Context: an optimization exercise on an open-source flow, tuned for small area and a short achievable clock period. The choices shown serve that exercise and are no tape-out recipe. The RTL was checked by simulation tests, not by an equivalence proof against the original design. No run shown here takes its clock network from TritonCTS; it comes from the design's own scripts or RTL. The flow treats the clock pin as an ideal source. Dropping or thinning the clock tree relies on that and would not hold on a real chip.

$ cat design/flow/flow/run.sh
#!/bin/bash
# Layout: the standard ORFS flow (standard.sh), with three changes:
#  - every port gets a plain buf_1 as its port buffer;
#  - clock tree: two short levels of clock buffers (flow/cts_manual.tcl);
#  - the timing repair after CTS and after global routing aims for a setup
#    slack margin of 8.5 ns.
# Each make call's output goes to its own make_*.log; ORFS keeps each tool's
# log under orfs/logs/.
set -euo pipefail
H=$PWD
B="BUFFER_PORTS_ARGS=-buffer_cell sky130_fd_sc_hd__buf_1"
C="PRE_CTS_TCL=$H/flow/cts_manual.tcl"
bash standard.sh "$B" "$C" synth > make_synth.log 2>&1
bash standard.sh "$B" "$C" floorplan place > make_place.log 2>&1
bash standard.sh "$B" "$C" SETUP_SLACK_MARGIN=8.5 cts > make_cts.log 2>&1
bash standard.sh "$B" "$C" SETUP_SLACK_MARGIN=8.5 finish > make_finish.log 2>&1
$ cat design/flow/flow/cts_manual.tcl
# Sourced by ORFS's cts.tcl as PRE_CTS_TCL. Replaces clock_tree_synthesis
# with a short two-level clock tree: the registers are split by location
# into NLEAF groups of equal size (halving by x, then by y, ...), each driven
# by a leaf clock buffer at the group's centre; the leaf buffers are split
# the same way into NROOT groups, each driven by a root clock buffer at its
# centre. The clock port feeds only the NROOT root buffers, and every
# register sees exactly one root and one leaf buffer.

proc mcts_split { items n } {
  set groups [list $items]
  set axis 0
  while { [llength $groups] < $n } {
    set ng {}
    foreach g $groups {
      set s [lsort -integer -index $axis $g]
      set h [expr { [llength $s] / 2 }]
      lappend ng [lrange $s 0 [expr { $h - 1 }]] [lrange $s $h end]
    }
    set groups $ng
    set axis [expr { 1 - $axis }]
  }
  return $groups
}

proc mcts_drive { block master name in_net group } {
  # group: list of {x y iterm}; returns {cx cy A-iterm}
  set sx 0; set sy 0
  foreach s $group { incr sx [lindex $s 0]; incr sy [lindex $s 1] }
  set n [llength $group]
  set cx [expr { $sx / $n }]
  set cy [expr { $sy / $n }]
  set inst [odb::dbInst_create $block $master $name]
  set net [odb::dbNet_create $block "${name}_net"]
  $net setSigType CLOCK
  [$inst findITerm X] connect $net
  foreach s $group {
    set it [lindex $s 2]
    $it disconnect
    $it connect $net
  }
  $inst setLocation [expr { $cx - [$master getWidth] / 2 }] [expr { $cy - [$master getHeight] / 2 }]
  $inst setPlacementStatus PLACED
  set a [$inst findITerm A]
  $a connect $in_net
  puts "manual_cts: $name drives $n pins at ($cx, $cy)"
  return [list $cx $cy $a]
}

proc manual_cts { } {
  set nleaf 8
  set nroot 2
  if { [info exists ::env(MCTS_NLEAF)] } { set nleaf $::env(MCTS_NLEAF) }
  if { [info exists ::env(MCTS_NROOT)] } { set nroot $::env(MCTS_NROOT) }
  set block [ord::get_db_block]
  set db [ord::get_db]
  set master [$db findMaster sky130_fd_sc_hd__clkbuf_16]
  set clk_net [$block findNet clk]
  set sinks {}
  foreach it [$clk_net getITerms] {
    set bb [[$it getInst] getBBox]
    lappend sinks [list [expr { ([$bb xMin] + [$bb xMax]) / 2 }] \
                        [expr { ([$bb yMin] + [$bb yMax]) / 2 }] $it]
  }
  set leaves {}
  set k 0
  foreach g [mcts_split $sinks $nleaf] {
    lappend leaves [mcts_drive $block $master "clkbuf_leaf_$k" $clk_net $g]
    incr k
  }
  set k 0
  foreach g [mcts_split $leaves $nroot] {
    mcts_drive $block $master "clkbuf_root_$k" $clk_net $g
    incr k
  }
  $clk_net setSigType CLOCK
  set_propagated_clock [all_clocks]
}

rename clock_tree_synthesis orig_clock_tree_synthesis
proc clock_tree_synthesis { args } {
  manual_cts
}
$ cat design/flow/standard.sh
#!/bin/bash
# synth_recipe.tcl (not shown) runs the flow's synth.tcl, then flattens the netlist and writes it again
# the make line also repeats each setting of config.mk as NAME=value (left out here)
make -C /OpenROAD-flow-scripts/flow DESIGN_CONFIG=/design/flow/config.mk WORK_HOME=/design/flow/orfs CLKGATE_MAP_FILE= SYNTH_SCRIPT=/design/flow/synth_recipe.tcl "${@:-finish}"
$ cat design/flow/config.mk
export PLATFORM = sky130hd
export DESIGN_NAME = fehel_flit_rx
export DESIGN_NICKNAME = fehel_flit_rx
export VERILOG_FILES = /design/flow/design.v
export SDC_FILE = /design/flow/constraint.sdc
export NUM_CORES = 4
export LEC_CHECK = 0
export CAP_MARGIN = 20
export CORE_MARGIN = 2
export CORE_UTILIZATION = 55
export SLEW_MARGIN = 20
$ cat design/flow/constraint.sdc
create_clock -name core_clock -period 12.0 [get_ports {clk}]
set_input_delay 2.4000 -clock core_clock [delete_from_list [all_inputs] [get_ports {clk}]]
set_output_delay 2.4000 -clock core_clock [all_outputs]
set_load 0.01 [all_outputs]
$ cat design/flow/design.v
module fehel_flit_rx (
    input  wire        clk,
    input  wire        rst,
    input  wire        in_valid,
    input  wire [63:0] in_data,
    output reg         res_valid,
    output reg         res_crc_ok,
    output wire        res_ctrl,
    output wire [3:0]  res_err,        
    output wire [4:0]  res_msgs,
    output wire [19:0] res_vc_slots,   
    output wire [11:0] res_fseq,
    output wire [11:0] res_fack
);
    reg  [63:0] u;
    wire [63:0] m_u;
    wire x64 = u[39] ^ u[59];
    wire x65 = u[0] ^ u[56];
    wire x66 = u[46] ^ u[51];
    wire x67 = u[47] ^ u[52];
    wire x68 = u[4] ^ u[58];
    wire x69 = u[8] ^ u[43];
    wire x70 = u[9] ^ u[44];
    wire x71 = u[21] ^ u[26];
    wire x72 = u[15] ^ u[45];
    wire x73 = u[22] ^ u[27];
    wire x74 = u[40] ^ u[60];
    wire x75 = u[41] ^ u[61];
    wire x76 = u[18] ^ u[32];
    wire x77 = u[19] ^ u[33];
    wire x78 = u[20] ^ u[34];
    wire x79 = u[50] ^ u[54];
    wire x80 = u[5] ^ u[12];
    wire x81 = u[48] ^ u[55];
    wire x82 = u[35] ^ u[63];
    wire x83 = u[16] ^ u[53];
    wire x84 = u[6] ^ u[29];
    wire x85 = u[7] ^ u[28];
    wire x86 = u[13] ^ u[49];
    wire x87 = u[10] ^ u[62];
    wire x88 = u[17] ^ u[42];
    wire x89 = u[23] ^ u[30];
    wire x90 = u[24] ^ u[31];
    wire x91 = u[25] ^ x76;
    wire x92 = u[11] ^ x66;
    wire x93 = u[14] ^ u[57];
    wire x94 = u[36] ^ x73;
    wire x95 = x67 ^ x72;
    wire x96 = x64 ^ x68;
    wire x97 = x71 ^ x82;
    wire x98 = u[1] ^ x69;
    wire x99 = u[2] ^ x70;
    wire x100 = u[38] ^ x65;
    wire x101 = x74 ^ x80;
    wire x102 = x77 ^ x79;
    wire x103 = x81 ^ x83;
    wire x104 = u[3] ^ x75;
    wire x105 = u[37] ^ x90;
    wire x106 = u[29] ^ x85;
    wire x107 = u[43] ^ x84;
    wire x108 = u[50] ^ x81;
    wire x109 = u[62] ^ x89;
    wire x110 = u[58] ^ x86;
    wire x111 = u[26] ^ x88;
    wire x112 = u[24] ^ x91;
    wire x113 = u[45] ^ x70;
    wire x114 = u[55] ^ x78;
    wire x115 = u[25] ^ u[42];
    wire x116 = x65 ^ x92;
    wire x117 = u[12] ^ u[37];
    wire x118 = u[10] ^ x100;
    wire x119 = u[7] ^ u[30];
    wire x120 = u[57] ^ x77;
    wire x121 = u[14] ^ x87;
    wire x122 = u[31] ^ x72;
    wire x123 = u[17] ^ x75;
    wire x124 = u[22] ^ u[36];
    wire x125 = x67 ^ x74;
    wire x126 = u[11] ^ u[46];
    wire x127 = u[6] ^ x69;
    wire x128 = u[51] ^ x94;
    wire x129 = u[19] ^ u[63];
    wire x130 = u[27] ^ u[56];
    wire x131 = u[44] ^ x64;
    wire x132 = u[20] ^ x90;
    wire x133 = u[4] ^ u[28];
    wire x134 = u[23] ^ x105;
    wire x135 = u[48] ^ x99;
    wire x136 = x71 ^ x88;
    wire x137 = u[5] ^ u[38];
    wire x138 = u[53] ^ x93;
    wire x139 = x84 ^ x96;
    wire x140 = u[16] ^ u[59];
    wire x141 = u[32] ^ x101;
    wire x142 = u[34] ^ x87;
    wire x143 = u[54] ^ x83;
    wire x144 = u[5] ^ x82;
    wire x145 = u[49] ^ x68;
    wire x146 = u[13] ^ x78;
    wire x147 = u[28] ^ u[45];
    wire x148 = u[0] ^ u[47];
    wire x149 = u[1] ^ u[11];
    wire x150 = u[6] ^ x85;
    wire x151 = u[16] ^ x93;
    wire x152 = u[40] ^ x80;
    wire x153 = u[3] ^ x103;
    wire x154 = x86 ^ x91;
    wire x155 = x73 ^ x104;
    wire x156 = u[35] ^ x71;
    wire x157 = u[9] ^ x97;
    wire x158 = u[30] ^ x116;
    wire x159 = x94 ^ x95;
    wire x160 = u[31] ^ u[33];
    wire x161 = u[60] ^ x102;
    wire x162 = x66 ^ x78;
    wire x163 = u[12] ^ u[53];
    wire x164 = u[3] ^ u[61];
    wire x165 = u[47] ^ x118;
    wire x166 = u[18] ^ u[25];
    wire x167 = u[42] ^ x65;
    wire x168 = u[26] ^ x107;
    wire x169 = u[39] ^ x108;
    wire x170 = u[56] ^ x68;
    wire x171 = u[52] ^ x66;
    wire x172 = x89 ^ x130;
    wire x173 = u[4] ^ x64;
    wire x174 = u[41] ^ x89;
    wire x175 = x67 ^ x98;
    wire x176 = x85 ^ x114;
    wire x177 = u[57] ^ x69;
    wire x178 = u[37] ^ x133;
    wire x179 = x83 ^ x121;
    wire x180 = u[41] ^ x76;
    wire x181 = u[48] ^ x70;
    wire x182 = u[63] ^ x92;
    wire x183 = x77 ^ x111;
    wire x184 = u[15] ^ x67;
    wire x185 = x145 ^ x161;
    wire x186 = u[8] ^ u[22];
    wire x187 = u[14] ^ x97;
    wire x188 = x65 ^ x125;
    wire x189 = u[40] ^ x79;
    wire x190 = u[23] ^ x95;
    wire x191 = x79 ^ x96;
    wire x192 = u[24] ^ u[47];
    wire x193 = u[1] ^ x86;
    wire x194 = x104 ^ x113;
    wire x195 = u[28] ^ u[46];
    wire x196 = x73 ^ x113;
    wire x197 = x102 ^ x119;
    wire x198 = u[10] ^ u[23];
    wire x199 = u[21] ^ u[35];
    wire x200 = x87 ^ x124;
    wire x201 = u[13] ^ x106;
    wire x202 = u[0] ^ x147;
    wire x203 = u[19] ^ u[21];
    wire x204 = u[10] ^ x82;
    wire x205 = x98 ^ x120;
    wire x206 = u[17] ^ x78;
    wire x207 = u[13] ^ x128;
    wire x208 = u[18] ^ x101;
    wire x209 = u[38] ^ x72;
    wire x210 = x109 ^ x149;
    wire x211 = u[2] ^ x75;
    wire x212 = u[15] ^ x129;
    wire x213 = x131 ^ x211;
    wire x214 = x151 ^ x152;
    wire x215 = u[11] ^ x80;
    wire x216 = u[56] ^ x91;
    wire x217 = x85 ^ x132;
    wire x218 = x128 ^ x216;
    wire x219 = u[52] ^ u[53];
    wire x220 = u[54] ^ x84;
    wire x221 = x101 ^ x134;
    wire x222 = x133 ^ x135;
    wire x223 = u[30] ^ x112;
    wire x224 = x102 ^ x176;
    wire x225 = x110 ^ x138;
    wire x226 = u[8] ^ x115;
    wire x227 = x92 ^ x156;
    wire x228 = x121 ^ x139;
    wire x229 = x106 ^ x114;
    wire x230 = x140 ^ x141;
    wire x231 = u[39] ^ x95;
    wire x232 = u[40] ^ x137;
    wire x233 = u[55] ^ x123;
    wire x234 = x70 ^ x178;
    wire x235 = u[39] ^ x84;
    wire x236 = x100 ^ x183;
    wire x237 = x142 ^ x181;
    wire x238 = x143 ^ x182;
    wire x239 = u[37] ^ x144;
    wire x240 = u[41] ^ x162;
    wire x241 = u[45] ^ x117;
    wire x242 = u[59] ^ u[62];
    wire x243 = u[61] ^ x88;
    wire x244 = x68 ^ x186;
    wire x245 = x143 ^ x146;
    wire x246 = u[7] ^ u[31];
    wire x247 = u[14] ^ x126;
    wire x248 = u[15] ^ u[27];
    wire x249 = u[42] ^ u[49];
    wire x250 = u[57] ^ x98;
    wire x251 = u[12] ^ x147;
    wire x252 = u[16] ^ x110;
    wire x253 = u[25] ^ x79;
    wire x254 = x127 ^ x160;
    wire x255 = u[29] ^ x111;
    wire x256 = u[59] ^ x76;
    wire x257 = u[2] ^ x69;
    wire x258 = u[27] ^ x95;
    wire x259 = u[26] ^ x146;
    wire x260 = u[31] ^ x83;
    wire x261 = x125 ^ x196;
    wire x262 = u[13] ^ u[58];
    wire x263 = u[19] ^ u[43];
    wire x264 = u[20] ^ x115;
    wire x265 = u[44] ^ x95;
    wire x266 = u[7] ^ x64;
    wire x267 = u[60] ^ x103;
    wire x268 = u[8] ^ u[32];
    wire x269 = u[34] ^ u[39];
    wire x270 = u[46] ^ u[54];
    wire x271 = u[49] ^ x150;
    wire x272 = x198 ^ x269;
    wire x273 = u[9] ^ u[18];
    wire x274 = u[35] ^ u[53];
    wire x275 = x75 ^ x126;
    wire x276 = x108 ^ x200;
    wire x277 = u[36] ^ x116;
    wire x278 = u[58] ^ x117;
    wire x279 = u[20] ^ x88;
    wire x280 = u[63] ^ x163;
    wire x281 = x81 ^ x166;
    wire x282 = x96 ^ x279;
    wire x283 = x171 ^ x202;
    wire x284 = u[38] ^ x117;
    wire x285 = x109 ^ x159;
    wire x286 = u[47] ^ x204;
    wire x287 = x64 ^ x79;
    wire x288 = x103 ^ x110;
    wire x289 = u[9] ^ x80;
    wire x290 = u[62] ^ x140;
    wire x291 = x112 ^ x123;
    wire x292 = u[6] ^ x166;
    wire x293 = u[50] ^ x87;
    wire x294 = u[63] ^ x73;
    wire x295 = u[17] ^ u[57];
    wire x296 = u[38] ^ x86;
    wire x297 = u[0] ^ x122;
    wire x298 = x80 ^ x118;
    wire x299 = u[44] ^ x184;
    wire x300 = u[60] ^ x76;
    wire x301 = u[61] ^ x99;
    wire x302 = x193 ^ x301;
    wire x303 = x72 ^ x81;
    wire x304 = x99 ^ x109;
    wire x305 = u[58] ^ x78;
    wire x306 = x105 ^ x173;
    wire x307 = x115 ^ x205;
    wire x308 = u[62] ^ x135;
    wire x309 = u[37] ^ x157;
    wire x310 = x74 ^ x154;
    wire x311 = u[22] ^ x98;
    wire x312 = u[7] ^ x155;
    wire x313 = u[51] ^ x167;
    wire x314 = u[33] ^ x74;
    wire x315 = u[2] ^ u[29];
    wire x316 = u[34] ^ x74;
    wire x317 = x64 ^ x94;
    wire x318 = x93 ^ x131;
    wire x319 = x93 ^ x170;
    wire x320 = x209 ^ x168;
    wire x321 = x169 ^ x208;
    wire x322 = x210 ^ x319;
    wire x323 = x207 ^ x320;
    wire x324 = x321 ^ x322;
    wire x325 = x323 ^ x324;
    wire x326 = x105 ^ x110;
    wire x327 = x150 ^ x171;
    wire x328 = x172 ^ x212;
    wire x329 = x213 ^ x214;
    wire x330 = x326 ^ x327;
    wire x331 = x328 ^ x329;
    wire x332 = x330 ^ x331;
    wire x333 = x111 ^ x173;
    wire x334 = x174 ^ x215;
    wire x335 = x153 ^ x175;
    wire x336 = x217 ^ x333;
    wire x337 = x334 ^ x218;
    wire x338 = x335 ^ x336;
    wire x339 = x337 ^ x338;
    wire x340 = x69 ^ x130;
    wire x341 = x219 ^ x120;
    wire x342 = x136 ^ x220;
    wire x343 = x340 ^ x154;
    wire x344 = x341 ^ x342;
    wire x345 = x221 ^ x222;
    wire x346 = x343 ^ x344;
    wire x347 = x345 ^ x346;
    wire x348 = u[10] ^ x137;
    wire x349 = x113 ^ x348;
    wire x350 = x155 ^ x168;
    wire x351 = x225 ^ x349;
    wire x352 = x223 ^ x224;
    wire x353 = x350 ^ x351;
    wire x354 = x352 ^ x353;
    wire x355 = u[44] ^ x122;
    wire x356 = x172 ^ x226;
    wire x357 = x227 ^ x355;
    wire x358 = x356 ^ x224;
    wire x359 = x228 ^ x357;
    wire x360 = x358 ^ x359;
    wire x361 = x90 ^ x177;
    wire x362 = x157 ^ x159;
    wire x363 = x229 ^ x361;
    wire x364 = x158 ^ x230;
    wire x365 = x362 ^ x363;
    wire x366 = x364 ^ x365;
    wire x367 = u[50] ^ x69;
    wire x368 = x160 ^ x91;
    wire x369 = x232 ^ x367;
    wire x370 = x179 ^ x227;
    wire x371 = x231 ^ x233;
    wire x372 = x234 ^ x368;
    wire x373 = x369 ^ x370;
    wire x374 = x371 ^ x372;
    wire x375 = x373 ^ x374;
    wire x376 = x152 ^ x180;
    wire x377 = x235 ^ x159;
    wire x378 = x237 ^ x376;
    wire x379 = x236 ^ x238;
    wire x380 = x377 ^ x378;
    wire x381 = x379 ^ x380;
    wire x382 = x124 ^ x100;
    wire x383 = x106 ^ x111;
    wire x384 = x184 ^ x179;
    wire x385 = x239 ^ x240;
    wire x386 = x382 ^ x383;
    wire x387 = x185 ^ x384;
    wire x388 = x385 ^ x386;
    wire x389 = x387 ^ x388;
    wire x390 = x242 ^ x241;
    wire x391 = x243 ^ x244;
    wire x392 = x187 ^ x188;
    wire x393 = x245 ^ x390;
    wire x394 = x391 ^ x392;
    wire x395 = x393 ^ x394;
    wire x396 = u[45] ^ x163;
    wire x397 = x123 ^ x189;
    wire x398 = x396 ^ x139;
    wire x399 = x157 ^ x397;
    wire x400 = x158 ^ x398;
    wire x401 = x399 ^ x400;
    wire x402 = u[41] ^ u[42];
    wire x403 = u[48] ^ x246;
    wire x404 = x402 ^ x247;
    wire x405 = x403 ^ x118;
    wire x406 = x168 ^ x190;
    wire x407 = x191 ^ x404;
    wire x408 = x405 ^ x406;
    wire x409 = x407 ^ x408;
    wire x410 = x119 ^ x192;
    wire x411 = x248 ^ x249;
    wire x412 = x92 ^ x103;
    wire x413 = x131 ^ x410;
    wire x414 = x411 ^ x141;
    wire x415 = x250 ^ x412;
    wire x416 = x413 ^ x414;
    wire x417 = x415 ^ x416;
    wire x418 = x123 ^ x251;
    wire x419 = x253 ^ x135;
    wire x420 = x188 ^ x252;
    wire x421 = x254 ^ x418;
    wire x422 = x419 ^ x420;
    wire x423 = x421 ^ x422;
    wire x424 = u[7] ^ x66;
    wire x425 = x108 ^ x138;
    wire x426 = x142 ^ x193;
    wire x427 = x256 ^ x424;
    wire x428 = x194 ^ x255;
    wire x429 = x425 ^ x426;
    wire x430 = x427 ^ x428;
    wire x431 = x429 ^ x430;
    wire x432 = u[18] ^ u[42];
    wire x433 = x82 ^ x432;
    wire x434 = x121 ^ x257;
    wire x435 = x433 ^ x258;
    wire x436 = x434 ^ x158;
    wire x437 = x185 ^ x435;
    wire x438 = x436 ^ x437;
    wire x439 = u[14] ^ u[18];
    wire x440 = x129 ^ x164;
    wire x441 = x195 ^ x439;
    wire x442 = x100 ^ x109;
    wire x443 = x260 ^ x440;
    wire x444 = x441 ^ x139;
    wire x445 = x259 ^ x442;
    wire x446 = x443 ^ x261;
    wire x447 = x444 ^ x445;
    wire x448 = x446 ^ x447;
    wire x449 = x79 ^ x124;
    wire x450 = x163 ^ x262;
    wire x451 = x263 ^ x92;
    wire x452 = x97 ^ x132;
    wire x453 = x150 ^ x256;
    wire x454 = x449 ^ x450;
    wire x455 = x233 ^ x451;
    wire x456 = x452 ^ x453;
    wire x457 = x454 ^ x165;
    wire x458 = x455 ^ x456;
    wire x459 = x457 ^ x458;
    wire x460 = u[32] ^ u[37];
    wire x461 = u[59] ^ x68;
    wire x462 = x71 ^ x460;
    wire x463 = x127 ^ x232;
    wire x464 = x264 ^ x461;
    wire x465 = x462 ^ x197;
    wire x466 = x265 ^ x463;
    wire x467 = x464 ^ x465;
    wire x468 = x466 ^ x467;
    wire x469 = x71 ^ x137;
    wire x470 = x266 ^ x469;
    wire x471 = x196 ^ x240;
    wire x472 = x254 ^ x267;
    wire x473 = x470 ^ x471;
    wire x474 = x472 ^ x473;
    wire x475 = u[56] ^ x199;
    wire x476 = x268 ^ x270;
    wire x477 = x243 ^ x272;
    wire x478 = x475 ^ x476;
    wire x479 = x271 ^ x477;
    wire x480 = x478 ^ x261;
    wire x481 = x479 ^ x480;
    wire x482 = u[23] ^ u[33];
    wire x483 = u[40] ^ u[45];
    wire x484 = x192 ^ x273;
    wire x485 = x274 ^ x482;
    wire x486 = x483 ^ x106;
    wire x487 = x177 ^ x275;
    wire x488 = x484 ^ x485;
    wire x489 = x276 ^ x486;
    wire x490 = x487 ^ x488;
    wire x491 = x489 ^ x490;
    wire x492 = u[29] ^ u[49];
    wire x493 = u[54] ^ x129;
    wire x494 = x192 ^ x492;
    wire x495 = x174 ^ x226;
    wire x496 = x278 ^ x493;
    wire x497 = x494 ^ x237;
    wire x498 = x495 ^ x496;
    wire x499 = x277 ^ x497;
    wire x500 = x498 ^ x499;
    wire x501 = u[15] ^ u[49];
    wire x502 = x273 ^ x501;
    wire x503 = x144 ^ x264;
    wire x504 = x502 ^ x128;
    wire x505 = x134 ^ x188;
    wire x506 = x503 ^ x228;
    wire x507 = x504 ^ x505;
    wire x508 = x506 ^ x507;
    wire x509 = u[21] ^ u[51];
    wire x510 = u[52] ^ u[55];
    wire x511 = x65 ^ x73;
    wire x512 = x75 ^ x129;
    wire x513 = x509 ^ x510;
    wire x514 = x96 ^ x241;
    wire x515 = x511 ^ x512;
    wire x516 = x513 ^ x112;
    wire x517 = x179 ^ x201;
    wire x518 = x514 ^ x515;
    wire x519 = x516 ^ x517;
    wire x520 = x518 ^ x519;
    wire x521 = u[27] ^ u[36];
    wire x522 = x521 ^ x102;
    wire x523 = x127 ^ x280;
    wire x524 = x281 ^ x282;
    wire x525 = x283 ^ x522;
    wire x526 = x523 ^ x524;
    wire x527 = x525 ^ x526;
    wire x528 = x78 ^ x126;
    wire x529 = x203 ^ x138;
    wire x530 = x181 ^ x284;
    wire x531 = x528 ^ x191;
    wire x532 = x271 ^ x529;
    wire x533 = x530 ^ x285;
    wire x534 = x531 ^ x532;
    wire x535 = x533 ^ x534;
    wire x536 = u[20] ^ u[21];
    wire x537 = x66 ^ x186;
    wire x538 = x536 ^ x106;
    wire x539 = x209 ^ x287;
    wire x540 = x537 ^ x286;
    wire x541 = x288 ^ x538;
    wire x542 = x539 ^ x221;
    wire x543 = x540 ^ x541;
    wire x544 = x542 ^ x543;
    wire x545 = x71 ^ x270;
    wire x546 = x145 ^ x289;
    wire x547 = x290 ^ x545;
    wire x548 = x250 ^ x258;
    wire x549 = x546 ^ x547;
    wire x550 = x291 ^ x548;
    wire x551 = x549 ^ x550;
    wire x552 = u[5] ^ u[59];
    wire x553 = x148 ^ x195;
    wire x554 = x262 ^ x552;
    wire x555 = x99 ^ x292;
    wire x556 = x293 ^ x294;
    wire x557 = x553 ^ x554;
    wire x558 = x183 ^ x267;
    wire x559 = x555 ^ x556;
    wire x560 = x557 ^ x558;
    wire x561 = x559 ^ x560;
    wire x562 = u[30] ^ x148;
    wire x563 = x164 ^ x295;
    wire x564 = x152 ^ x200;
    wire x565 = x212 ^ x296;
    wire x566 = x562 ^ x563;
    wire x567 = x176 ^ x191;
    wire x568 = x564 ^ x565;
    wire x569 = x566 ^ x567;
    wire x570 = x568 ^ x569;
    wire x571 = u[20] ^ u[30];
    wire x572 = u[41] ^ x140;
    wire x573 = x571 ^ x94;
    wire x574 = x97 ^ x177;
    wire x575 = x284 ^ x572;
    wire x576 = x297 ^ x573;
    wire x577 = x574 ^ x575;
    wire x578 = x576 ^ x577;
    wire x579 = u[62] ^ x76;
    wire x580 = x107 ^ x108;
    wire x581 = x122 ^ x136;
    wire x582 = x579 ^ x214;
    wire x583 = x234 ^ x580;
    wire x584 = x581 ^ x158;
    wire x585 = x582 ^ x583;
    wire x586 = x584 ^ x585;
    wire x587 = u[1] ^ u[17];
    wire x588 = u[31] ^ x66;
    wire x589 = x119 ^ x587;
    wire x590 = x107 ^ x120;
    wire x591 = x180 ^ x294;
    wire x592 = x588 ^ x589;
    wire x593 = x252 ^ x265;
    wire x594 = x590 ^ x591;
    wire x595 = x592 ^ x298;
    wire x596 = x593 ^ x594;
    wire x597 = x595 ^ x596;
    wire x598 = u[4] ^ x66;
    wire x599 = x242 ^ x94;
    wire x600 = x257 ^ x260;
    wire x601 = x598 ^ x141;
    wire x602 = x229 ^ x299;
    wire x603 = x599 ^ x600;
    wire x604 = x236 ^ x601;
    wire x605 = x602 ^ x603;
    wire x606 = x604 ^ x605;
    wire x607 = u[21] ^ u[28];
    wire x608 = u[33] ^ u[48];
    wire x609 = x295 ^ x607;
    wire x610 = x608 ^ x172;
    wire x611 = x235 ^ x300;
    wire x612 = x609 ^ x175;
    wire x613 = x194 ^ x239;
    wire x614 = x245 ^ x610;
    wire x615 = x611 ^ x612;
    wire x616 = x613 ^ x614;
    wire x617 = x615 ^ x616;
    wire x618 = u[43] ^ x80;
    wire x619 = x85 ^ x90;
    wire x620 = x248 ^ x274;
    wire x621 = x136 ^ x272;
    wire x622 = x618 ^ x619;
    wire x623 = x620 ^ x116;
    wire x624 = x161 ^ x621;
    wire x625 = x622 ^ x302;
    wire x626 = x623 ^ x624;
    wire x627 = x625 ^ x626;
    wire x628 = u[2] ^ u[11];
    wire x629 = u[35] ^ u[44];
    wire x630 = x84 ^ x87;
    wire x631 = x164 ^ x628;
    wire x632 = x629 ^ x114;
    wire x633 = x151 ^ x189;
    wire x634 = x251 ^ x630;
    wire x635 = x631 ^ x112;
    wire x636 = x175 ^ x632;
    wire x637 = x633 ^ x634;
    wire x638 = x207 ^ x635;
    wire x639 = x636 ^ x637;
    wire x640 = x638 ^ x639;
    wire x641 = u[3] ^ u[17];
    wire x642 = u[25] ^ u[41];
    wire x643 = x68 ^ x77;
    wire x644 = x117 ^ x219;
    wire x645 = x641 ^ x642;
    wire x646 = x303 ^ x643;
    wire x647 = x644 ^ x645;
    wire x648 = x187 ^ x201;
    wire x649 = x304 ^ x646;
    wire x650 = x647 ^ x277;
    wire x651 = x648 ^ x649;
    wire x652 = x650 ^ x651;
    wire x653 = u[0] ^ x87;
    wire x654 = x249 ^ x125;
    wire x655 = x127 ^ x287;
    wire x656 = x305 ^ x653;
    wire x657 = x134 ^ x153;
    wire x658 = x182 ^ x654;
    wire x659 = x655 ^ x656;
    wire x660 = x657 ^ x658;
    wire x661 = x659 ^ x660;
    wire x662 = u[5] ^ x70;
    wire x663 = x97 ^ x220;
    wire x664 = x266 ^ x662;
    wire x665 = x225 ^ x663;
    wire x666 = x664 ^ x285;
    wire x667 = x291 ^ x665;
    wire x668 = x666 ^ x667;
    wire x669 = x201 ^ x306;
    wire x670 = x238 ^ x298;
    wire x671 = x307 ^ x669;
    wire x672 = x670 ^ x671;
    wire x673 = u[4] ^ u[8];
    wire x674 = x79 ^ x673;
    wire x675 = x206 ^ x674;
    wire x676 = x190 ^ x675;
    wire x677 = x218 ^ x308;
    wire x678 = x676 ^ x677;
    wire x679 = u[5] ^ u[18];
    wire x680 = u[24] ^ u[49];
    wire x681 = x198 ^ x679;
    wire x682 = x680 ^ x120;
    wire x683 = x681 ^ x153;
    wire x684 = x283 ^ x682;
    wire x685 = x309 ^ x683;
    wire x686 = x684 ^ x685;
    wire x687 = u[17] ^ u[24];
    wire x688 = u[26] ^ u[54];
    wire x689 = x86 ^ x87;
    wire x690 = x89 ^ x263;
    wire x691 = x687 ^ x688;
    wire x692 = x101 ^ x138;
    wire x693 = x162 ^ x281;
    wire x694 = x689 ^ x690;
    wire x695 = x691 ^ x231;
    wire x696 = x692 ^ x693;
    wire x697 = x694 ^ x695;
    wire x698 = x696 ^ x697;
    wire x699 = u[19] ^ x130;
    wire x700 = x132 ^ x189;
    wire x701 = x275 ^ x292;
    wire x702 = x699 ^ x187;
    wire x703 = x288 ^ x299;
    wire x704 = x700 ^ x701;
    wire x705 = x702 ^ x703;
    wire x706 = x704 ^ x705;
    wire x707 = x85 ^ x137;
    wire x708 = x148 ^ x149;
    wire x709 = x203 ^ x107;
    wire x710 = x143 ^ x174;
    wire x711 = x707 ^ x708;
    wire x712 = x282 ^ x709;
    wire x713 = x710 ^ x711;
    wire x714 = x310 ^ x712;
    wire x715 = x713 ^ x714;
    wire x716 = u[14] ^ x81;
    wire x717 = x84 ^ x132;
    wire x718 = x136 ^ x716;
    wire x719 = x197 ^ x208;
    wire x720 = x213 ^ x311;
    wire x721 = x717 ^ x718;
    wire x722 = x719 ^ x720;
    wire x723 = x721 ^ x722;
    wire x724 = x203 ^ x114;
    wire x725 = x122 ^ x127;
    wire x726 = x304 ^ x313;
    wire x727 = x724 ^ x725;
    wire x728 = x310 ^ x312;
    wire x729 = x726 ^ x727;
    wire x730 = x728 ^ x729;
    wire x731 = u[4] ^ u[23];
    wire x732 = u[32] ^ u[46];
    wire x733 = u[52] ^ x77;
    wire x734 = x731 ^ x732;
    wire x735 = x97 ^ x151;
    wire x736 = x167 ^ x293;
    wire x737 = x733 ^ x734;
    wire x738 = x194 ^ x217;
    wire x739 = x311 ^ x735;
    wire x740 = x736 ^ x737;
    wire x741 = x738 ^ x739;
    wire x742 = x740 ^ x741;
    wire x743 = u[6] ^ u[8];
    wire x744 = u[14] ^ u[46];
    wire x745 = x743 ^ x744;
    wire x746 = x99 ^ x136;
    wire x747 = x146 ^ x280;
    wire x748 = x314 ^ x745;
    wire x749 = x169 ^ x746;
    wire x750 = x747 ^ x748;
    wire x751 = x165 ^ x223;
    wire x752 = x749 ^ x750;
    wire x753 = x751 ^ x752;
    wire x754 = u[25] ^ u[36];
    wire x755 = u[38] ^ u[55];
    wire x756 = x84 ^ x89;
    wire x757 = x148 ^ x199;
    wire x758 = x246 ^ x754;
    wire x759 = x755 ^ x104;
    wire x760 = x142 ^ x289;
    wire x761 = x756 ^ x757;
    wire x762 = x758 ^ x759;
    wire x763 = x760 ^ x761;
    wire x764 = x185 ^ x762;
    wire x765 = x763 ^ x764;
    wire x766 = u[6] ^ u[61];
    wire x767 = x119 ^ x149;
    wire x768 = x268 ^ x766;
    wire x769 = x144 ^ x767;
    wire x770 = x768 ^ x259;
    wire x771 = x276 ^ x306;
    wire x772 = x313 ^ x769;
    wire x773 = x770 ^ x771;
    wire x774 = x772 ^ x773;
    wire x775 = u[33] ^ u[52];
    wire x776 = x119 ^ x315;
    wire x777 = x775 ^ x122;
    wire x778 = x244 ^ x776;
    wire x779 = x154 ^ x169;
    wire x780 = x777 ^ x778;
    wire x781 = x309 ^ x779;
    wire x782 = x780 ^ x781;
    wire x783 = u[9] ^ u[12];
    wire x784 = x86 ^ x126;
    wire x785 = x783 ^ x142;
    wire x786 = x300 ^ x784;
    wire x787 = x139 ^ x153;
    wire x788 = x205 ^ x297;
    wire x789 = x785 ^ x786;
    wire x790 = x787 ^ x788;
    wire x791 = x789 ^ x790;
    wire x792 = x170 ^ x206;
    wire x793 = x247 ^ x197;
    wire x794 = x286 ^ x792;
    wire x795 = x230 ^ x302;
    wire x796 = x793 ^ x794;
    wire x797 = x795 ^ x796;
    wire x798 = u[40] ^ x89;
    wire x799 = x160 ^ x315;
    wire x800 = x96 ^ x98;
    wire x801 = x156 ^ x206;
    wire x802 = x798 ^ x799;
    wire x803 = x155 ^ x800;
    wire x804 = x801 ^ x802;
    wire x805 = x165 ^ x803;
    wire x806 = x804 ^ x805;
    wire x807 = u[3] ^ u[5];
    wire x808 = u[42] ^ u[57];
    wire x809 = x90 ^ x199;
    wire x810 = x807 ^ x808;
    wire x811 = x180 ^ x316;
    wire x812 = x809 ^ x810;
    wire x813 = x210 ^ x317;
    wire x814 = x811 ^ x812;
    wire x815 = x222 ^ x813;
    wire x816 = x814 ^ x815;
    wire x817 = u[2] ^ x77;
    wire x818 = x115 ^ x124;
    wire x819 = x104 ^ x107;
    wire x820 = x145 ^ x202;
    wire x821 = x204 ^ x817;
    wire x822 = x818 ^ x134;
    wire x823 = x141 ^ x819;
    wire x824 = x820 ^ x821;
    wire x825 = x822 ^ x823;
    wire x826 = x824 ^ x825;
    wire x827 = x162 ^ x167;
    wire x828 = x278 ^ x303;
    wire x829 = x314 ^ x112;
    wire x830 = x318 ^ x827;
    wire x831 = x828 ^ x312;
    wire x832 = x829 ^ x830;
    wire x833 = x831 ^ x832;
    wire x834 = x75 ^ x195;
    wire x835 = x156 ^ x170;
    wire x836 = x290 ^ x296;
    wire x837 = x316 ^ x834;
    wire x838 = x190 ^ x835;
    wire x839 = x836 ^ x837;
    wire x840 = x307 ^ x838;
    wire x841 = x839 ^ x840;
    wire x842 = u[24] ^ u[43];
    wire x843 = u[46] ^ u[50];
    wire x844 = u[60] ^ x75;
    wire x845 = x83 ^ x93;
    wire x846 = x148 ^ x842;
    wire x847 = x843 ^ x144;
    wire x848 = x305 ^ x844;
    wire x849 = x845 ^ x846;
    wire x850 = x255 ^ x317;
    wire x851 = x847 ^ x848;
    wire x852 = x849 ^ x308;
    wire x853 = x850 ^ x851;
    wire x854 = x852 ^ x853;
    wire x855 = u[22] ^ u[29];
    wire x856 = u[55] ^ x86;
    wire x857 = x88 ^ x164;
    wire x858 = x855 ^ x97;
    wire x859 = x178 ^ x215;
    wire x860 = x253 ^ x856;
    wire x861 = x857 ^ x318;
    wire x862 = x858 ^ x859;
    wire x863 = x860 ^ x165;
    wire x864 = x861 ^ x862;
    wire x865 = x863 ^ x864;
    assign m_u[0] = x325;
    assign m_u[1] = x332;
    assign m_u[2] = x339;
    assign m_u[3] = x347;
    assign m_u[4] = x354;
    assign m_u[5] = x360;
    assign m_u[6] = x366;
    assign m_u[7] = x375;
    assign m_u[8] = x381;
    assign m_u[9] = x389;
    assign m_u[10] = x395;
    assign m_u[11] = x401;
    assign m_u[12] = x409;
    assign m_u[13] = x417;
    assign m_u[14] = x423;
    assign m_u[15] = x431;
    assign m_u[16] = x438;
    assign m_u[17] = x448;
    assign m_u[18] = x459;
    assign m_u[19] = x468;
    assign m_u[20] = x474;
    assign m_u[21] = x481;
    assign m_u[22] = x491;
    assign m_u[23] = x500;
    assign m_u[24] = x508;
    assign m_u[25] = x520;
    assign m_u[26] = x527;
    assign m_u[27] = x535;
    assign m_u[28] = x544;
    assign m_u[29] = x551;
    assign m_u[30] = x561;
    assign m_u[31] = x570;
    assign m_u[32] = x578;
    assign m_u[33] = x586;
    assign m_u[34] = x597;
    assign m_u[35] = x606;
    assign m_u[36] = x617;
    assign m_u[37] = x627;
    assign m_u[38] = x640;
    assign m_u[39] = x652;
    assign m_u[40] = x661;
    assign m_u[41] = x668;
    assign m_u[42] = x672;
    assign m_u[43] = x678;
    assign m_u[44] = x686;
    assign m_u[45] = x698;
    assign m_u[46] = x706;
    assign m_u[47] = x715;
    assign m_u[48] = x723;
    assign m_u[49] = x730;
    assign m_u[50] = x742;
    assign m_u[51] = x753;
    assign m_u[52] = x765;
    assign m_u[53] = x774;
    assign m_u[54] = x782;
    assign m_u[55] = x791;
    assign m_u[56] = x797;
    assign m_u[57] = x806;
    assign m_u[58] = x816;
    assign m_u[59] = x826;
    assign m_u[60] = x833;
    assign m_u[61] = x841;
    assign m_u[62] = x854;
    assign m_u[63] = x865;
    reg  [5:0]  beat;
    wire        first = (beat == 6'd0);
    always @(posedge clk) begin
        if (in_valid)
            u <= (m_u | {64{first}}) ^ in_data;
    end
    wire crc_good = &u;
    reg        hdr_ev;     
    reg        slot_ev;    
    reg        last_ev;    
    reg  [7:0] op_r;
    reg  [4:0] len_r;
    wire [5:0] beat_inc   = beat + 6'd1;
    wire       slot_beat  = beat[0] && (beat != 6'd63);
    wire       last_beat  = (beat == 6'd63);
    always @(posedge clk) begin
        op_r    <= in_data[7:0];
        len_r   <= in_data[12:8];
        hdr_ev  <= !rst && in_valid && first;
        slot_ev <= !rst && in_valid && slot_beat;
        last_ev <= !rst && in_valid && last_beat;
        if (rst || in_valid)
            beat <= beat_inc & {6{!rst}};
    end
    reg  [11:0] fseq;
    reg  [11:0] fack;
    reg         ctrl;
    reg         ftype_err;
    wire [3:0]  h_ftype = ~u[63:60];
    wire [4:0]  h_cont  = ~u[35:31];
    wire        h_data  = (h_ftype == 4'h0);
    always @(posedge clk) begin
        if (hdr_ev) begin
            fseq      <= ~u[59:48];
            fack      <= ~u[47:36];
            ctrl      <= (h_ftype == 4'h1);
            ftype_err <= (h_ftype > 4'h1);
        end
    end
    function op_known;
        input [7:0] op;
        begin
            case (op)
                8'h00, 8'h01, 8'h02, 8'h03, 8'h04, 8'h05,
                8'h10, 8'h11, 8'h12, 8'h13, 8'h14, 8'h1F,
                8'h20, 8'h21, 8'h22, 8'h23, 8'h24, 8'h25, 8'h2F,
                8'h30, 8'h31, 8'h32, 8'h33,
                8'h40, 8'h41, 8'h4F: op_known = 1'b1;
                default:             op_known = 1'b0;
            endcase
        end
    endfunction
    function len_ok;
        input [7:0] op;
        input [4:0] len;
        begin
            case (op)
                8'h10, 8'h21, 8'h30: len_ok = (len == 5'd4);
                8'h11, 8'h40:        len_ok = (len == 5'd16);
                8'h12:               len_ok = (len >= 5'd1) && (len <= 5'd16);
                8'h22:               len_ok = (len == 5'd5);
                8'h25, 8'h33:        len_ok = (len <= 5'd16);
                8'h32:               len_ok = (len == 5'd0) || (len == 5'd4);
                default:             len_ok = (len == 5'd0);
            endcase
        end
    endfunction
    reg         walking;
    reg  [4:0]  rem;
    reg         counted;
    reg  [1:0]  cur_vc;
    reg         cont_err;
    reg         opcode_err;
    reg         len_err;
    reg  [4:0]  msgs;
    reg  [4:0]  vc0, vc1, vc2, vc3;
    reg  [4:0]  carry;
    reg  [1:0]  carry_vc;
    wire        rem_nz  = (rem != 5'd0);
    wire        known   = op_known(op_r);
    wire        lok     = len_ok(op_r, len_r);
    wire        has_vc  = (op_r[7:4] != 4'h0);
    wire [1:0]  op_vc   = op_r[5:4] - 2'd1;
    wire        step    = slot_ev && walking;
    wire        s_cont  = step && rem_nz;
    wire        s_msg   = step && !rem_nz && known && lok;
    wire        inc     = (s_cont && counted) || (s_msg && has_vc);
    wire [1:0]  inc_vc  = rem_nz ? cur_vc : op_vc;
    always @(posedge clk) begin
        if (hdr_ev) begin
            walking    <= h_data;
            rem        <= h_data ? h_cont : 5'd0;
            cont_err   <= h_data && (h_cont != carry);
            counted    <= h_data && (h_cont == carry);
            cur_vc     <= carry_vc;
            opcode_err <= 1'b0;
            len_err    <= 1'b0;
            msgs       <= 5'd0;
            vc0        <= 5'd0;
            vc1        <= 5'd0;
            vc2        <= 5'd0;
            vc3        <= 5'd0;
        end else if (step) begin
            if (rem_nz) begin
                rem <= rem - 5'd1;
            end else if (!known) begin
                opcode_err <= 1'b1;
                walking    <= 1'b0;
            end else if (!lok) begin
                len_err    <= 1'b1;
                walking    <= 1'b0;
            end else begin
                rem <= len_r;
                if (op_r != 8'h00)
                    msgs <= msgs + 5'd1;
                counted <= has_vc;
                if (has_vc)
                    cur_vc <= op_vc;
            end
            if (inc && inc_vc == 2'd0) vc0 <= vc0 + 5'd1;
            if (inc && inc_vc == 2'd1) vc1 <= vc1 + 5'd1;
            if (inc && inc_vc == 2'd2) vc2 <= vc2 + 5'd1;
            if (inc && inc_vc == 2'd3) vc3 <= vc3 + 5'd1;
        end
    end
    wire any_err = ftype_err | cont_err | opcode_err | len_err;
    wire carry_ld = last_ev && crc_good && (any_err || !ctrl);
    always @(posedge clk) begin
        res_crc_ok <= crc_good;
        res_valid  <= !rst && last_ev;
        if (rst || carry_ld) begin
            carry    <= (any_err || rst) ? 5'd0 : rem;
            carry_vc <= (any_err || rst) ? 2'd0 : cur_vc;
        end
    end
    assign res_ctrl     = ctrl;
    assign res_err      = {len_err, opcode_err, cont_err, ftype_err};
    assign res_msgs     = msgs;
    assign res_vc_slots = {vc3, vc2, vc1, vc0};
    assign res_fseq     = fseq;
    assign res_fack     = fack;
endmodule
==> flow_summary.toml, run 1 <==
[status]
status = "finished clean"

[global_routing]
met2_usage = 0.603
grt.busiest_layer = "met2"
grt_pass1_wl_mm = 75.0
use_met3 = 0.0593
grt_pass1_vias = 10700
antenna_found_initial = 0
grt-ovfl-total = 0
track_usage = 0.374
use_met1 = 0.466
grt_max_degree = 63

[sta]
setup-violations-final = 0
clock.fmax_mhz = 281
slew_headroom = 0.247
finalSetupTns_ns = 0
min_period_ns = 3.55
rsz0062_at_grt = "yes"
hold_viol = 0
drv_slew = 0
fin_skew_ns = 0.0605
post-route-period-util = 0.296
tightestPinTransition_ns = 1.13

[cells_and_area]
final_nets = 1633
fin_cells = 1885
nFillCells = 2322
drive_above_1_share = 0.0710
fin_area_sq_mm = 0.0159
antenna_cells = 0
area_delta_synth_final_pct = 8.06
final_util = 0.607

[synthesis]
async_flop_share = 0
synthCells = 1462
synth-edff-count = 113
synth.top_cell.area_share = 0.386
synth_area_leader_cell = "xnor2_1"
ys_types = 62
syn_nets = 1543
synth_area_leaders = "xnor2_1 (39%), edfxtp_1 (23%), xor2_1 (11%)"
ys_ff_latch = 159
synth_ff_type = "edfxtp_1"
synth.yosys.seq_area_share = 0.293
yosysWarnings = 1
netlist_area_sq_mm = 0.0147
syn_area_per_cell_sq_um = 10.1

[die]
num_rows = 59
core_area_sq_mm = 0.0262
start_util = 0.562
io_pins = 123
dieArea_sq_mm = 0.0281
die_w_um = 168
dieHeight_um = 168

[routing]
drt_iter0_markers = 1198
post_drt_wl_per_cell_um = 28.2
remaining_drc_errors = 0
antenna_left = 0
num_vias = 10900
wl_mm = 53.2
dr.pass1.iters = 7
avgViaCountPerCell = 5.77

[setup_path]
worst-path-max-fanout = 9
arrival_ns = 3.68
startpoint_type = "flop"
crit_path_end_kind = "flop"
path_class = "flop to flop"
crit_required_ns = 12.12
regToRegStartpoint = "u[41]"
worstReg2RegEnd = "u[36]"
ff2ff_path_depth = 7
ff2ff_setup_slack_ns = 8.45

[placement]
portBuffers = 122
gp_congestion = 1.13
hpwl_mm = 41.6
dp.cells = 1859
dpl_cell_area_sq_mm = 0.0154

[hold_path]
min_to = "res_valid"
min_path_type = "flop to flop"
hp-start = "last_ev"
hold_path_depth = 1

[flow_run]
maxCapViolCount = 0

[cts]
path_clk_slew_ns = 0.09
insertion_delay_ns = 0.36
[metal layers]
metal,share of wire,routed length (um)
met5,0,0
met4,0.086,4580
met3,0.094,5010
met2,0.44,23700
met1,0.38,20000
[how the worst max path moves through the flow]
stage / start / endpoint / slack, ns / depth (start not counted)
final: u[41] / u[36] / 8.45 / 7
after global routing: u[8] / u[48] / 8.49 / 8
after CTS: u[18] / u[38] / 8.51 / 8
after detailed placement: in_valid / beat[3] / 7.78 / 3
after global placement: in_valid / beat[3] / 7.83 / 3
after floorplan: rst / carry[0] / 8.81 / 2
[final cells by class]
class	count	area [sq um]	area share
plain buffers	10	250	0.0157
multi-input cells	1177	9970	0.627
flip-flops and latches	159	4320	0.271
repair buffers	162	795	0.0499
well taps	335	419	0.0263
inverters	42	158	0.00991
[stage by stage]
stage | hold WS, ns | setup WS [ns]
after CTS | 0.486 | 8.51
after global placement | 0.454 | 7.83
after detailed placement | 0.475 | 7.78
final | 0.479 | 8.45
after global routing | 0.508 | 8.49
after floorplan | 0.439 | 8.81
[registers in the layout, indices dropped and copies added, names as in the netlist, 6 cells and up, named ones only]
| signal | flops |
|---|---|
| beat | 6 |
| u | 64 |
| fseq | 12 |
| op_r | 8 |
| fack | 12 |
[critical path, cell delays in order (launching register included)]
cell and delay [ns]:
edfxtp_1 0.97, xnor3_1 0.63, xnor2_1 0.72, xor2_1 0.25, xnor2_1 0.36, xnor2_1 0.16, nor2_1 0.06, xnor2_1 0.15
[logic make-up after synthesis]
logic type | synth area share
compound gates | 0.0347
xor+xnor | 0.543
fa+ha+maj | 0.0119
buf+inv | 0.0375
flops | 0.293
mux | 0.00646
simple gates | 0.0734
[what timing repair did]
| action | CTS | global route |
|---|---|---|
| buffers inserted | 3 | 13 |
| pin swaps | 1 | 1 |
| resized for setup | 7 | 10 |
| setup endpoints to repair | 57 | 23 |
| hold buffers | 0 | 0 |
| hold endpoints to repair | 0 | 0 |
[Yosys cell counts, types with 6 or more instances]
master,n
a21oi_1,15
and2_1,6
buf_2,43
buf_4,6
clkbuf_1,32
dfxtp_1,46
edfxtp_1,113
ha_1,14
inv_1,41
nand2_1,27
nand3_1,16
nand4_1,21
nor2_1,98
nor2b_1,7
nor3_1,9
o21ai_0,8
o31ai_1,7
xnor2_1,649
xnor2_2,10
xnor3_1,9
xor2_1,185
[cell usage in the layout, fill, tap and decap left out, types with 8 or more instances in the layout]
cell type,instances
xnor2_1,641
xor2_1,180
buf_1,121
edfxtp_1,113
nor2_1,98
dfxtp_1,45
inv_1,41
buf_4,38
nand2_1,27
nand4_1,21
xnor2_2,17
nand3_1,16
a21oi_1,15
ha_1,14
xor2_2,10
clkbuf_16,10
xnor3_1,9
nor3_1,9
o21ai_0,8
==> inputs of run 2 (changes only) <==
--- a/design/flow/flow/run.sh
+++ b/design/flow/flow/run.sh
@@ -5,3 +5,3 @@
 #  - the timing repair after CTS and after global routing aims for a setup
-#    slack margin of 8.5 ns.
+#    slack margin of 8.7 ns.
 # Each make call's output goes to its own make_*.log; ORFS keeps each tool's
@@ -14,3 +14,3 @@
 bash standard.sh "$B" "$C" floorplan place > make_place.log 2>&1
-bash standard.sh "$B" "$C" SETUP_SLACK_MARGIN=8.5 cts > make_cts.log 2>&1
-bash standard.sh "$B" "$C" SETUP_SLACK_MARGIN=8.5 finish > make_finish.log 2>&1
+bash standard.sh "$B" "$C" SETUP_SLACK_MARGIN=8.7 cts > make_cts.log 2>&1
+bash standard.sh "$B" "$C" SETUP_SLACK_MARGIN=8.7 finish > make_finish.log 2>&1
==> flow_summary.toml, run 2 <==
[hold_path]
hold_path_depth = 1
hp-start = "last_ev"
min_path_type = "flop to flop"

[routing]
antenna_left = 0
remaining_drc_errors = 0
wl_mm = 54.2
avgViaCountPerCell = 5.72
post_drt_wl_per_cell_um = 28.0
dr.pass1.iters = 6
num_vias = 11100
drt_iter0_markers = 1135

[cts]
insertion_delay_ns = 0.37
path_clk_slew_ns = 0.10

[synthesis]
synth.yosys.seq_area_share = 0.293
synth-edff-count = 113
netlist_area_sq_mm = 0.0147
synth_top_family_by_area = "XOR/XNOR gates"
synth_compound_area_frac = 0.0347
yosysWarnings = 1
ys_top_cells_by_count = "xnor2_1 (649), xor2_1 (185), edfxtp_1 (113)"
synth_area_leaders = "xnor2_1 (39%), edfxtp_1 (23%), xor2_1 (11%)"
syn_area_per_cell_sq_um = 10.1
synthCells = 1462
async_flop_share = 0
ys_ff_latch = 159
synthAdderAreaFrac = 0.0119
synth_most_common_cell = "xnor2_1"
synth-simple-area-share = 0.0734
syn_nets = 1543
synthMuxAreaShare = 0.00646
synth_ff_type = "edfxtp_1"
ys_types = 62
synth.top_cell.area_share = 0.386
synth_area_leader_cell = "xnor2_1"
synth_xor_area_frac = 0.543

[cells_and_area]
final_common_cell = "xnor2_1"
area_delta_synth_final_pct = 11.8
largest_register_ffs = 64
top_regs = "u x64, fack x12, fseq x12"
drive_above_1_share = 0.121
fin_cells = 1934
final_util = 0.628
layout_common_cells = "xnor2_1 (634), xor2_1 (177), edfxtp_1 (113)"
regMostFlops = "u"
nFillCells = 2285
final_nets = 1681

[sta]
tightestPinTransition_ns = 1.19
finalSetupTns_ns = 0
setup-violations-final = 0
rsz0062_at_grt = "yes"
slew_headroom = 0.203
fin_skew_ns = 0.0649
clock.fmax_mhz = 296
min_period_ns = 3.38
hold_viol = 0
holdWs_ns = 0.479
post-route-period-util = 0.282
drv_slew = 0

[status]
status = "finished clean"

[setup_path]
slowest_delay_ns = 0.93
worstPathCellList = "xnor2_1, xnor2_1, xnor2_1, xnor2_1, xnor2_1, xnor2_1, nor2_1, xnor2_1"
critPathTopFamily = "XOR/XNOR gates"
worst-path-max-fanout = 8
regToRegStartpoint = "u[22]"
cp_num_buf_inv = 0
path_class = "flop to flop"
startpoint_type = "flop"
slowest_stage = "xnor2_1"
crit_required_ns = 12.12
crit_path_end_kind = "flop"
ff2ff_path_depth = 8
startpoint = "u[22]"
critical_path.most_common_cell = "xnor2_1"
arrival_ns = 3.50
cp.depth = 8

[die]
start_util = 0.562
die_w_um = 168
io_pins = 123
num_rows = 59
core_area_sq_mm = 0.0262
dieArea_sq_mm = 0.0281
dieHeight_um = 168

[placement]
hpwl_mm = 41.6
gp_congestion = 1.13
dp.cells = 1859
portBuffers = 122

[global_routing]
grt_pass1_wl_mm = 75.7
track_usage = 0.378
grt-ovfl-total = 0
grt_max_degree = 63
antenna_found_initial = 0
grt_pass1_vias = 10800

[flow_run]
maxCapViolCount = 0
-- run 2: cell counts after synthesis --
No cell type changed its count.
-- run 2: cell type report --
class / instances / area, sq um / share of cell area
flip-flops and latches: 159 / 4330 / 0.263
inverters: 42 / 158 / 0.00958
repair buffers: 210 / 1190 / 0.0724
diodes: 1 / 2.50 / 0.000152
multi-input cells: 1177 / 10100 / 0.614
well taps: 335 / 419 / 0.0255
plain buffers: 10 / 250 / 0.0152
-- run 2: worst paths after layout --
kind	end	slack, ns
worst max-delay path	u[53]	8.62
worst min-delay path	res_valid	0.48
worst max register to register	u[53]	8.62
worst min register to register	res_valid	0.48
-- run 2: kinds of logic (layout without fill, tap and decap cells) --
logic type,after synthesis,after routing
other cells,0,1
flops,159,159
mux,9,9
fa+ha+maj,14,14
xor+xnor,867,867
compound gates,65,65
simple gates,222,222
buf+inv,126,262
-- run 2: what timing repair did --
action	4_1_cts	5_1_grt
resized for setup	25	34
pin swaps	3	3
buffers inserted	17	47
hold buffers	0	0
gates cloned	0	0
setup endpoints to repair	85	72
-- run 2: worst reg2reg max path, cell delays in order (launching register included) --
cell	delay (ns)
edfxtp_1	0.68
xnor2_1	0.94
xnor2_1	0.19
xnor2_1	0.43
xnor2_1	0.15
xnor2_1	0.27
xnor2_1	0.22
nor2_1	0.10
xnor2_1	0.16
-- run 2: layer usage --
layer,routed length (um),global-route usage
met5,0,0
met2,24300,0.612
met3,5220,0.0702
met1,20200,0.463
met4,4470,0.248
-- run 2: stage by stage --
| stage | instance area (sq um) | worst slack [ns] |
|---|---|---|
| detailed placement | 15400 | 7.78 |
| finish | 16500 | 8.62 |
| global route | 16500 | 8.59 |
| global placement | 15400 | 7.83 |
| CTS | 16000 | 8.69 |
| floorplan | 14700 | 8.81 |
==> inputs of run 3 (changes only) <==
==> design/flow/flow/run.sh (replaced) <==
#!/bin/bash
# Layout: the standard ORFS flow (standard.sh), with these changes:
#  - every port gets a plain buf_1 as its port buffer;
#  - clock tree: two short levels of clock buffers (flow/cts_manual.tcl);
#  - the timing repair after CTS and after global routing aims for a setup
#    slack margin of 8.7 ns. Extra settings: PLACE_DENSITY=0.75
# Each make call's output goes to its own make_*.log; ORFS keeps each tool's
# log under orfs/logs/.
set -euo pipefail
H=$PWD
B="BUFFER_PORTS_ARGS=-buffer_cell sky130_fd_sc_hd__buf_1"
C="PRE_CTS_TCL=$H/flow/cts_manual.tcl"
bash standard.sh "$B" "$C" synth > make_synth.log 2>&1
bash standard.sh "$B" "$C" floorplan place > make_place.log 2>&1
bash standard.sh "$B" "$C" SETUP_SLACK_MARGIN=8.7 PLACE_DENSITY=0.75 cts > make_cts.log 2>&1
bash standard.sh "$B" "$C" SETUP_SLACK_MARGIN=8.7 PLACE_DENSITY=0.75 finish > make_finish.log 2>&1
--- a/design/flow/flow/cts_manual.tcl
+++ b/design/flow/flow/cts_manual.tcl
@@ -55,3 +55,8 @@
   set db [ord::get_db]
-  set master [$db findMaster sky130_fd_sc_hd__clkbuf_16]
+  set leafcell sky130_fd_sc_hd__clkbuf_16
+  set rootcell sky130_fd_sc_hd__clkbuf_16
+  if { [info exists ::env(MCTS_LEAF)] } { set leafcell $::env(MCTS_LEAF) }
+  if { [info exists ::env(MCTS_ROOT)] } { set rootcell $::env(MCTS_ROOT) }
+  set leafm [$db findMaster $leafcell]
+  set rootm [$db findMaster $rootcell]
   set clk_net [$block findNet clk]
@@ -66,3 +71,3 @@
   foreach g [mcts_split $sinks $nleaf] {
-    lappend leaves [mcts_drive $block $master "clkbuf_leaf_$k" $clk_net $g]
+    lappend leaves [mcts_drive $block $leafm "clkbuf_leaf_$k" $clk_net $g]
     incr k
@@ -71,3 +76,3 @@
   foreach g [mcts_split $leaves $nroot] {
-    mcts_drive $block $master "clkbuf_root_$k" $clk_net $g
+    mcts_drive $block $rootm "clkbuf_root_$k" $clk_net $g
     incr k
==> flow_summary.toml, run 3 <==
[sta]
drv_slew = 0
clock.fmax_mhz = 296
finalSetupTns_ns = 0
setup-violations-final = 0
hold_viol = 0
tightestPinTransition_ns = 1.19
slew_headroom = 0.203
post-route-period-util = 0.282
fin_ws_ns = 8.62
fin_skew_ns = 0.0649
rsz0062_at_grt = "yes"
min_period_ns = 3.38

[routing]
post_drt_wl_per_cell_um = 28.0
avgViaCountPerCell = 5.72
remaining_drc_errors = 0
wl_mm = 54.2
drt_iter0_markers = 1135
dr.pass1.iters = 6
num_vias = 11100
antenna_left = 0

[setup_path]
crit_required_ns = 12.12
startpoint = "u[22]"
regToRegStartpoint = "u[22]"
path_class = "flop to flop"
worstSetupEndpoint = "u[53]"
worst-path-max-fanout = 8
arrival_ns = 3.50
startpoint_type = "flop"
worstReg2RegEnd = "u[53]"
ff2ff_setup_slack_ns = 8.62
crit_path_end_kind = "flop"
ff2ff_path_depth = 8

[synthesis]
synth_top_family_by_area = "XOR/XNOR gates"
synth_area_leaders = "xnor2_1 (39%), edfxtp_1 (23%), xor2_1 (11%)"
syn_area_per_cell_sq_um = 10.1
syn_nets = 1543
synth.top_cell.area_share = 0.386
synth.yosys.seq_area_share = 0.293
ys_ff_latch = 159
synth_area_leader_cell = "xnor2_1"
ys_types = 62
netlist_area_sq_mm = 0.0147
synth_compound_area_frac = 0.0347
synth-simple-area-share = 0.0734
yosysWarnings = 1
synth_most_common_cell = "xnor2_1"
synth_xor_area_frac = 0.543
synth_ff_type = "edfxtp_1"
ys_top_cells_by_count = "xnor2_1 (649), xor2_1 (185), edfxtp_1 (113)"
async_flop_share = 0
synth-edff-count = 113
synthCells = 1462
synthAdderAreaFrac = 0.0119
synthMuxAreaShare = 0.00646

[cells_and_area]
final_common_cell = "xnor2_1"
largest_register_ffs = 64
area_delta_synth_final_pct = 11.8
fin_cells = 1934
regMostFlops = "u"
top_regs = "u x64, fack x12, fseq x12"
final_nets = 1681
drive_above_1_share = 0.121
layout_common_cells = "xnor2_1 (634), xor2_1 (177), edfxtp_1 (113)"
nFillCells = 2285

[hold_path]
min_path_type = "flop to flop"

[cts]
holdBufCountCts = 0
insertion_delay_ns = 0.37
path_clk_slew_ns = 0.10

[placement]
hpwl_mm = 41.6
gp_congestion = 1.13
dp.cells = 1859
portBuffers = 122
place_ws_ns = 7.78

[die]
dieArea_sq_mm = 0.0281
start_util = 0.562
die_w_um = 168
core_area_sq_mm = 0.0262
num_rows = 59
io_pins = 123
dieHeight_um = 168

[status]
status = "finished clean"

[global_routing]
grt_pass1_wl_mm = 75.7
antenna_found_initial = 0
grt_pass1_vias = 10800
grt-ovfl-total = 0
grt_max_degree = 63
track_usage = 0.378

[flow_run]
maxCapViolCount = 0
run 3: cell counts after synthesis:
No cell type changed its count.
run 3: cell families after synthesis:
family,after synthesis
muxes,9
and+or+nand+nor,222
AOI/OAI and AO/OA,65
adders and majority gates,14
buffers and inverters,126
xor gates and xnor gates,867
DFF,159
run 3: cell type report:
cell class,count,area (sq um),share of cell area
flip-flops and latches,159,4330,0.263
diodes,1,2.50,0.000152
repair buffers,210,1190,0.0724
multi-input cells,1177,10100,0.614
plain buffers,10,250,0.0152
well taps,335,419,0.0255
inverters,42,158,0.00958
run 3: layer usage:
layer | vias up | part of all wire | global-route usage
met1 | 5243 | 0.37 | 0.463
met3 | 213 | 0.096 | 0.0702
met4 | 0 | 0.083 | 0.248
li1 | 4921 | - | -
met5 | - | 0 | 0
met2 | 681 | 0.45 | 0.612
run 3: through the flow:
| stage | util | hold slack [ns] | area, sq um |
|---|---|---|---|
| 3_3_place_gp | 0.587 | 0.454 | 15400 |
| 3_5_place_dp | 0.588 | 0.475 | 15400 |
| 6_report | 0.628 | 0.479 | 16500 |
| 2_1_floorplan | - | 0.439 | 14700 |
| 4_1_cts | 0.609 | 0.486 | 16000 |
| 5_1_grt | 0.628 | 0.508 | 16500 |
run 3: how the worst min path moves through the flow:
stage | depth (start not counted) | startpoint | to | slack, ns
3_5_place_dp | 1 | last_ev | res_valid | 0.47
2_1_floorplan | 1 | last_ev | res_valid | 0.44
6_report | 1 | last_ev | res_valid | 0.48
3_3_place_gp | 1 | last_ev | res_valid | 0.45
5_1_grt | 1 | last_ev | res_valid | 0.51
4_1_cts | 1 | last_ev | res_valid | 0.49
run 3: worst max-delay path, stage by stage (launching register included):
cell and delay (ns):
edfxtp_1 0.68, xnor2_1 0.93, xnor2_1 0.19, xnor2_1 0.43, xnor2_1 0.15, xnor2_1 0.27
xnor2_1 0.21, nor2_1 0.10, xnor2_1 0.16
run 3: timing repair:
item                                    in CTS  in global routing
endpoints found under the setup margin      85                 72
pin swaps                                    3                  3
gates resized for setup                     25                 34
setup buffers                               17                 47

what the ideal ports hide:
The flow's constraints put no driver on any port. The routed layouts listed below were extracted and timed again, unchanged, in two steps.
Step 1 sets driving cells, clkbuf_16 on the clock port and buf_2 on the other inputs (assumed; they add their load-dependent delay and slew).
Step 2 moves the port delays by t, midway between the first and last clock arrival at a register: inputs arrive t later, outputs are due t later. That takes back most of the time a late clock gives input paths.
Slacks: no drivers / after step 1 / after step 2; pairs: no drivers / after step 1.
run	shift t [ns]	setup WS [ns]	hold WS [ns]	worst setup path after step 2
run 1	0.408	8.445 / 8.445 / 8.226	0.479 / 0.479 / 0.479	input to register
run 2	0.410	8.619 / 8.619 / 8.399	0.479 / 0.479 / 0.479	input to register
run 3	0.410	8.619 / 8.619 / 8.399	0.479 / 0.479 / 0.479	input to register
After both steps every run listed still meets setup and hold.
